From an optimization exercise on the open Yosys and OpenROAD flow, aimed at small area; shortcuts taken in it are not production practice. Only simulation tests tie the RTL to the original design; equivalence was not proved.

**flow/run.sh**
```bash
#!/bin/bash
# synth_recipe.tcl (not shown) runs the flow's synth.tcl, then flattens the netlist and writes it again
# the make line also repeats each setting of config.mk as NAME=value (left out here)
make -C /OpenROAD-flow-scripts/flow DESIGN_CONFIG=/design/flow/config.mk WORK_HOME=/design/flow/orfs CLKGATE_MAP_FILE= SYNTH_SCRIPT=/design/flow/synth_recipe.tcl finish
```
**flow/config.mk**
```make
export PLATFORM = sky130hd
export DESIGN_NAME = flivin_mdu
export DESIGN_NICKNAME = flivin_mdu
export VERILOG_FILES = /design/flow/design.v
export SDC_FILE = /design/flow/constraint.sdc
export NUM_CORES = 4
export LEC_CHECK = 0
export CAP_MARGIN = 20
export CORE_MARGIN = 2
export CORE_UTILIZATION = 40
export SLEW_MARGIN = 20
```
**flow/constraint.sdc**
```tcl
create_clock -name core_clock -period 16.0 [get_ports {clk}]
set_input_delay 3.2000 -clock core_clock [delete_from_list [all_inputs] [get_ports {clk}]]
set_output_delay 3.2000 -clock core_clock [all_outputs]
set_load 0.01 [all_outputs]
```
**flow/design.v**
```verilog
module flivin_mdu (
    input  wire        clk,
    input  wire        rst,       
    input  wire        issue,
    input  wire [5:0]  fn,
    input  wire        ct,
    input  wire [1:0]  acn,
    input  wire [5:0]  imm,       
    input  wire [31:0] opa,       
    input  wire [31:0] opb,       
    input  wire [31:0] opc,       
    input  wire        acsat,     
    output reg         busy,
    output reg         done,
    output reg         wb_lo,
    output reg         wb_hi,
    output reg  [31:0] res_lo,
    output reg  [31:0] res_hi
);
    localparam [5:0] FN_MUL   = 6'h00,
                     FN_MULHS = 6'h01,
                     FN_MULHU = 6'h02,
                     FN_MULDS = 6'h04,
                     FN_MULDU = 6'h05,
                     FN_DSTEP = 6'h08,
                     FN_MACH2 = 6'h10,
                     FN_MACS  = 6'h11,
                     FN_MACU  = 6'h12,
                     FN_MSUS  = 6'h13,
                     FN_ACMOV = 6'h18,
                     FN_ACCLR = 6'h19,
                     FN_ACRD  = 6'h1A,
                     FN_ACWR  = 6'h1B;
    reg [71:0] acc [0:3];
    function [71:0] acc_fit;
        input [73:0] s;
        input        sat;
        begin
            if (sat && s[73] == 1'b0 && s[72:71] != 2'b00)
                acc_fit = {1'b0, {71{1'b1}}};
            else if (sat && s[73] == 1'b1 && s[72:71] != 2'b11)
                acc_fit = {1'b1, {71{1'b0}}};
            else
                acc_fit = s[71:0];
        end
    endfunction
    wire is_mul_form = (fn == FN_MUL)   || (fn == FN_MULHS) || (fn == FN_MULHU) ||
                       (fn == FN_MULDS) || (fn == FN_MULDU) ||
                       (fn == FN_MACS)  || (fn == FN_MACU)  || (fn == FN_MSUS);
    wire is_unsigned = (fn == FN_MULHU) || (fn == FN_MULDU) || (fn == FN_MACU);
    wire is_mac_form = (fn == FN_MACS)  || (fn == FN_MACU)  || (fn == FN_MSUS);
    reg [2:0] nchunk;
    always @(*) begin
        if (ct)
            nchunk = 3'd4;
        else if (is_unsigned) begin
            if (opb == 32'd0)                 nchunk = 3'd0;
            else if (opb[31:8]  == 24'd0)     nchunk = 3'd1;
            else if (opb[31:16] == 16'd0)     nchunk = 3'd2;
            else if (opb[31:24] == 8'd0)      nchunk = 3'd3;
            else                              nchunk = 3'd4;
        end else begin
            if (opb == 32'd0)                                     nchunk = 3'd0;
            else if (opb[31:7]  == {25{1'b0}} || opb[31:7]  == {25{1'b1}}) nchunk = 3'd1;
            else if (opb[31:15] == {17{1'b0}} || opb[31:15] == {17{1'b1}}) nchunk = 3'd2;
            else if (opb[31:23] == {9{1'b0}}  || opb[31:23] == {9{1'b1}})  nchunk = 3'd3;
            else                                                  nchunk = 3'd4;
        end
    end
    reg  [5:0]  m_fn;
    reg  [1:0]  m_acn;
    reg         m_sat;
    reg         m_uns;        
    reg  [32:0] m_a;          
    reg  [31:0] m_b;          
    reg  [1:0]  m_cnt;        
    reg  [1:0]  m_last;       
    reg  [73:0] m_sum;        
    wire        chunk_signed = !m_uns && (m_cnt == m_last);
    wire [8:0]  chunk        = {chunk_signed & m_b[7], m_b[7:0]};
    wire signed [41:0] pp    = $signed(m_a) * $signed(chunk);
    wire [73:0] pp_ext       = {{32{pp[41]}}, pp};
    wire [73:0] pp_shift     = pp_ext << {m_cnt, 3'b000};
    wire [73:0] sum_next     = (m_fn == FN_MSUS) ? m_sum - pp_shift : m_sum + pp_shift;
    wire [32:0] ds_t   = {opa, opb[31]};
    wire        ds_ge  = ds_t >= {1'b0, opc};
    wire [31:0] ds_dif = ds_t[31:0] - opc;
    wire [31:0] ds_r   = ds_ge ? ds_dif : ds_t[31:0];
    wire [31:0] ds_q   = {opb[30:0], ds_ge};
    wire [71:0] acc_sel = acc[acn];
    wire signed [31:0] h2_p0 = $signed(opa[15:0])  * $signed(opb[15:0]);
    wire signed [31:0] h2_p1 = $signed(opa[31:16]) * $signed(opb[31:16]);
    wire [73:0] h2_sum = {{2{acc_sel[71]}}, acc_sel}
                       + {{42{h2_p0[31]}}, h2_p0}
                       + {{42{h2_p1[31]}}, h2_p1};
    wire signed [71:0] mv_shift = $signed(acc_sel) >>> imm;
    wire [31:0] mv_res = (mv_shift[71] == 1'b0 && mv_shift[70:31] != 40'd0)        ? 32'h7FFF_FFFF :
                         (mv_shift[71] == 1'b1 && mv_shift[70:31] != {40{1'b1}})   ? 32'h8000_0000 :
                         mv_shift[31:0];
    reg [31:0] rd_res;
    always @(*) begin
        case (imm[1:0])
            2'd0:    rd_res = acc_sel[31:0];
            2'd1:    rd_res = acc_sel[63:32];
            2'd2:    rd_res = {{24{acc_sel[71]}}, acc_sel[71:64]};
            default: rd_res = 32'd0;
        endcase
    end
    wire start = issue && !busy;
    always @(posedge clk) begin
        if (rst) begin
            busy   <= 1'b0;
            done   <= 1'b0;
            wb_lo  <= 1'b0;
            wb_hi  <= 1'b0;
            acc[0] <= 72'd0;
            acc[1] <= 72'd0;
            acc[2] <= 72'd0;
            acc[3] <= 72'd0;
        end else if (busy) begin
            m_sum <= sum_next;
            m_b   <= {8'd0, m_b[31:8]};
            m_cnt <= m_cnt + 2'd1;
            if (m_cnt == m_last) begin
                busy  <= 1'b0;
                done  <= 1'b1;
                wb_lo <= 1'b0;
                wb_hi <= 1'b0;
                case (m_fn)
                    FN_MUL: begin
                        wb_lo  <= 1'b1;
                        res_lo <= sum_next[31:0];
                    end
                    FN_MULHS, FN_MULHU: begin
                        wb_lo  <= 1'b1;
                        res_lo <= sum_next[63:32];
                    end
                    FN_MULDS, FN_MULDU: begin
                        wb_lo  <= 1'b1;
                        wb_hi  <= 1'b1;
                        res_lo <= sum_next[31:0];
                        res_hi <= sum_next[63:32];
                    end
                    default: begin
                        acc[m_acn] <= acc_fit(sum_next, m_sat);
                    end
                endcase
            end
        end else begin
            done  <= 1'b0;
            wb_lo <= 1'b0;
            wb_hi <= 1'b0;
            if (start) begin
                done <= 1'b1;
                if (is_mul_form) begin
                    if (nchunk == 3'd0) begin
                        case (fn)
                            FN_MUL, FN_MULHS, FN_MULHU: begin
                                wb_lo  <= 1'b1;
                                res_lo <= 32'd0;
                            end
                            FN_MULDS, FN_MULDU: begin
                                wb_lo  <= 1'b1;
                                wb_hi  <= 1'b1;
                                res_lo <= 32'd0;
                                res_hi <= 32'd0;
                            end
                            default: ;   
                        endcase
                    end else begin
                        done   <= 1'b0;
                        busy   <= 1'b1;
                        m_fn   <= fn;
                        m_acn  <= acn;
                        m_sat  <= acsat;
                        m_uns  <= is_unsigned;
                        m_a    <= {(fn == FN_MULHS || fn == FN_MULDS || fn == FN_MACS ||
                                    fn == FN_MSUS) & opa[31], opa};
                        m_b    <= opb;
                        m_cnt  <= 2'd0;
                        m_last <= nchunk[1:0] - 2'd1;
                        m_sum  <= is_mac_form ? {{2{acc_sel[71]}}, acc_sel} : 74'd0;
                    end
                end else begin
                    case (fn)
                        FN_DSTEP: begin
                            wb_lo  <= 1'b1;
                            wb_hi  <= 1'b1;
                            res_lo <= ds_r;
                            res_hi <= ds_q;
                        end
                        FN_MACH2: acc[acn] <= acc_fit(h2_sum, acsat);
                        FN_ACMOV: begin
                            wb_lo  <= 1'b1;
                            res_lo <= mv_res;
                        end
                        FN_ACCLR: acc[acn] <= 72'd0;
                        FN_ACRD: begin
                            wb_lo  <= 1'b1;
                            res_lo <= rd_res;
                        end
                        FN_ACWR: begin
                            case (imm[1:0])
                                2'd0:    acc[acn][31:0]  <= opa;
                                2'd1:    acc[acn][63:32] <= opa;
                                2'd2:    acc[acn][71:64] <= opa[7:0];
                                default: ;
                            endcase
                        end
                        default: ;
                    endcase
                end
            end
        end
    end
endmodule
```
==> results.py <==
metrics = {
    "timing": {
        "fin_tns_setup_ns": 0,
        "hold_ws_ns": 0.518,
        "finalHoldViolCount": 0,
        "fin_crit_sh_pct": 90.7,
        "fin_skew_ns": 0.0400,
        "rsz0062_at_grt": "no",
        "tightest_slew_ns": 1.29,
        "slew_headroom_pct": 13.4,
        "setup_violations": 0,
        "setup_slack_ns": 1.49,
        "min_period_ns": 14.51,
        "fmax_mhz": 68.9,
        "finalMaxSlewViolations": 0,
    },
    "final_layout": {
        "final_cell_mix": "inv_1, fa_1, nand2_1, a21oi_1, edfxtp_1",
        "layout_commonest_cell": "inv_1",
        "finalNetCount": 10400,
        "drive_above_1_share_pct": 7.72,
        "syn2layout_area_growth_pct": 8.27,
    },
    "cts": {
        "cts_resized": 0,
        "root_buffer": "clkbuf_16",
        "numCtsBuffers": 61,
        "postCtsHoldBufs": 0,
        "clkTransAtPathRegs_ns": 0.07,
        "h-tree-depth": 2,
        "tritoncts": "yes",
        "insertion_delay_ns": 0.74,
        "clockBufferDepth": 3,
        "post_cts_buffers": 0,
        "numClockSinks": 509,
    },
    "worst_setup_path": {
        "max_stage_delay_ns": 0.89,
        "arrival_ns": 15.02,
        "crit_required_ns": 16.51,
        "crit_type": "flip-flop to flip-flop",
        "start_kind": "flip-flop",
        "crit_slowest_cell": "xnor2_4",
        "critical_path.max_fanout": 53,
        "critPathCaptureType": "flip-flop",
        "cpMostUsedCell": "nor2_1",
    },
    "synthesis": {
        "ys_warn_count": 1,
        "syn_inst": 8793,
        "yosysSeqAreaShare_pct": 18.5,
        "synth_cell_types": 118,
        "synth.avg_cell_area_um2": 9.35,
        "synth_area_mm2": 0.0822,
        "synth_fp_nets": 10500,
        "synth_edf_count": 505,
        "ys_seq_elements": 509,
        "synth_ff_type": "edfxtp_1",
        "synthArstFlopShare_pct": 0,
    },
    "global_route": {
        "antenna_found_initial": 31,
        "grt_pass1_vias": 69200,
        "grt_pass1_wl_mm": 479,
        "grt_overflow": 0,
        "grt_max_degree": 87,
        "grtUsageTotal_pct": 31.3,
    },
    "placement": {
        "gp_congestion": 1.02,
        "dp.final_hpwl_mm": 262,
        "io_buffers": 182,
        "place_ws_ns": 1.19,
    },
    "drt": {
        "drtIter0Drc": 8160,
        "via_per_inst": 5.96,
        "wire_per_inst_um": 28.6,
        "vias": 68300,
        "ant_nets": 0,
        "drt_wl_total_mm": 328,
        "drt_pass1_iterations": 8,
        "drc": 0,
    },
    "run_status": {
        "outcome": "finished clean",
    },
    "die": {
        "placeableCoreArea_mm2": 0.205,
        "die_h_um": 457,
        "pin_count": 183,
        "start_util_pct": 40.2,
        "std_cell_rows": 166,
        "die_w_um": 457,
        "dieArea_mm2": 0.209,
    },
    "worst_hold_path": {
        "hold_class": "flip-flop to flip-flop",
    },
    "job": {
        "maxCapViolCount": 0,
    },
}
[Yosys cell counts (72+ instances only)]
library cell	number	area, um^2
fa_1	1212	24300
nor3_1	119	596
nand2b_1	72	450
nand3_1	123	616
clkbuf_1	407	1530
a31oi_1	88	551
xnor2_1	144	1260
ha_1	412	5150
and2_1	358	2240
o21ai_0	295	1480
inv_1	1334	5010
edfxtp_1	505	15200
mux4_2	120	2700
nand2_1	1069	4010
a211oi_1	90	676
a21oi_1	607	3040
a21o_1	141	1060
xor2_1	110	963
mux2i_1	96	961
o211ai_1	101	758
nor2_1	415	1560
[cell type report]
| type | instances | area (um^2) |
|---|---|---|
| multi-input combinational | 6438 | 60100 |
| inverter | 1339 | 5030 |
| fill | 19800 | 116000 |
| clock buffer | 72 | 1570 |
| sequential | 509 | 15200 |
| antenna | 21 | 52.6 |
| clock inverter | 42 | 428 |
| tap | 2688 | 3360 |
| timing repair buffer | 360 | 3190 |
[critical path: cells and delay by family, from the launching register on]
family	cells	cell delay, ns
buf+inv	5	1.11
compound gates	10	3.19
fa+ha+maj	7	2.90
xor+xnor	5	1.89
flops	1	0.56
simple gates	15	4.48
[flip-flops by register name, summed over array words and instances (netlist names), 2 cells and up]
register / flops
acc: 288
m_sum: 74
m_a: 33
m_b: 32
res_hi: 32
res_lo: 32
m_fn: 6
m_acn: 2
m_cnt: 2
m_last: 2
[per-layer routing]
metal  track usage, %  share of wire (%)  vias up  wire length (um)
met2             49.1                 45     3667            147000
li1                 -                  -    29200                 -
met5                0              0.047        -               155
met1             40.2                 38    34600            126000
met4             18.4                7.4       20             24200
met3             6.14                9.3      781             30600
[worst paths after layout]
check | cells after the start | slack, ns | endpoint | startpoint
max reg2reg | 42 | 1.49 | acc[0][9] | m_last[0]
min | 2 | 0.52 | wb_hi | wb_hi
min reg2reg | 2 | 0.52 | wb_hi | wb_hi
max | 42 | 1.49 | acc[0][9] | m_last[0]
[kinds of logic (layout without fill, tap and decap cells)]
logic type	Yosys count	count (layout)	synth area share [%]
and+or+nand+nor	2437	2437	14.0
buffers and inverters	1846	1813	8.57
AOI/OAI and AO/OA	1833	1833	14.9
adders and majority gates	1624	1624	35.8
DFF	509	509	18.5
muxes	289	289	5.47
xor gates and xnor gates	255	255	2.74
other	0	21	0
[stage by stage]
stage / util [%] / std cells / area, um^2
2_1_floorplan: - / 8793 / 82200
6_report: 43.5 / 11500 / 89000
5_1_grt: 43.5 / 11500 / 89000
4_1_cts: 43.5 / 11400 / 89000
3_5_place_dp: 42.5 / 11300 / 87000
3_3_place_gp: 42.5 / 11300 / 86900

what the ideal ports hide:
In the flow no input, the clock included, has a driving cell. The finished layout below was timed again as built, in two steps.
Step 1: set_driving_cell puts a clkbuf_16 on clk and a buf_2 on each other input, an assumption about the parent block.
Step 2 times the ports against the registers' clock, not the clock port: input delays grow and output delays shrink by t, the midpoint of the rising clock arrivals with the driver on.
Slacks: ideal ports / drivers / drivers and shift; pairs: ideal ports / drivers.
shift t [ns]: 0.814
setup slack, ns: 1.488 / 1.488 / 1.026
latest minus earliest clock arrival (ns): 0.042 / 0.042
After both steps setup and hold are still met in this run. For this run, drivers alone change the setup slack by 0.000 ns; drivers and shift together by -0.462 ns.
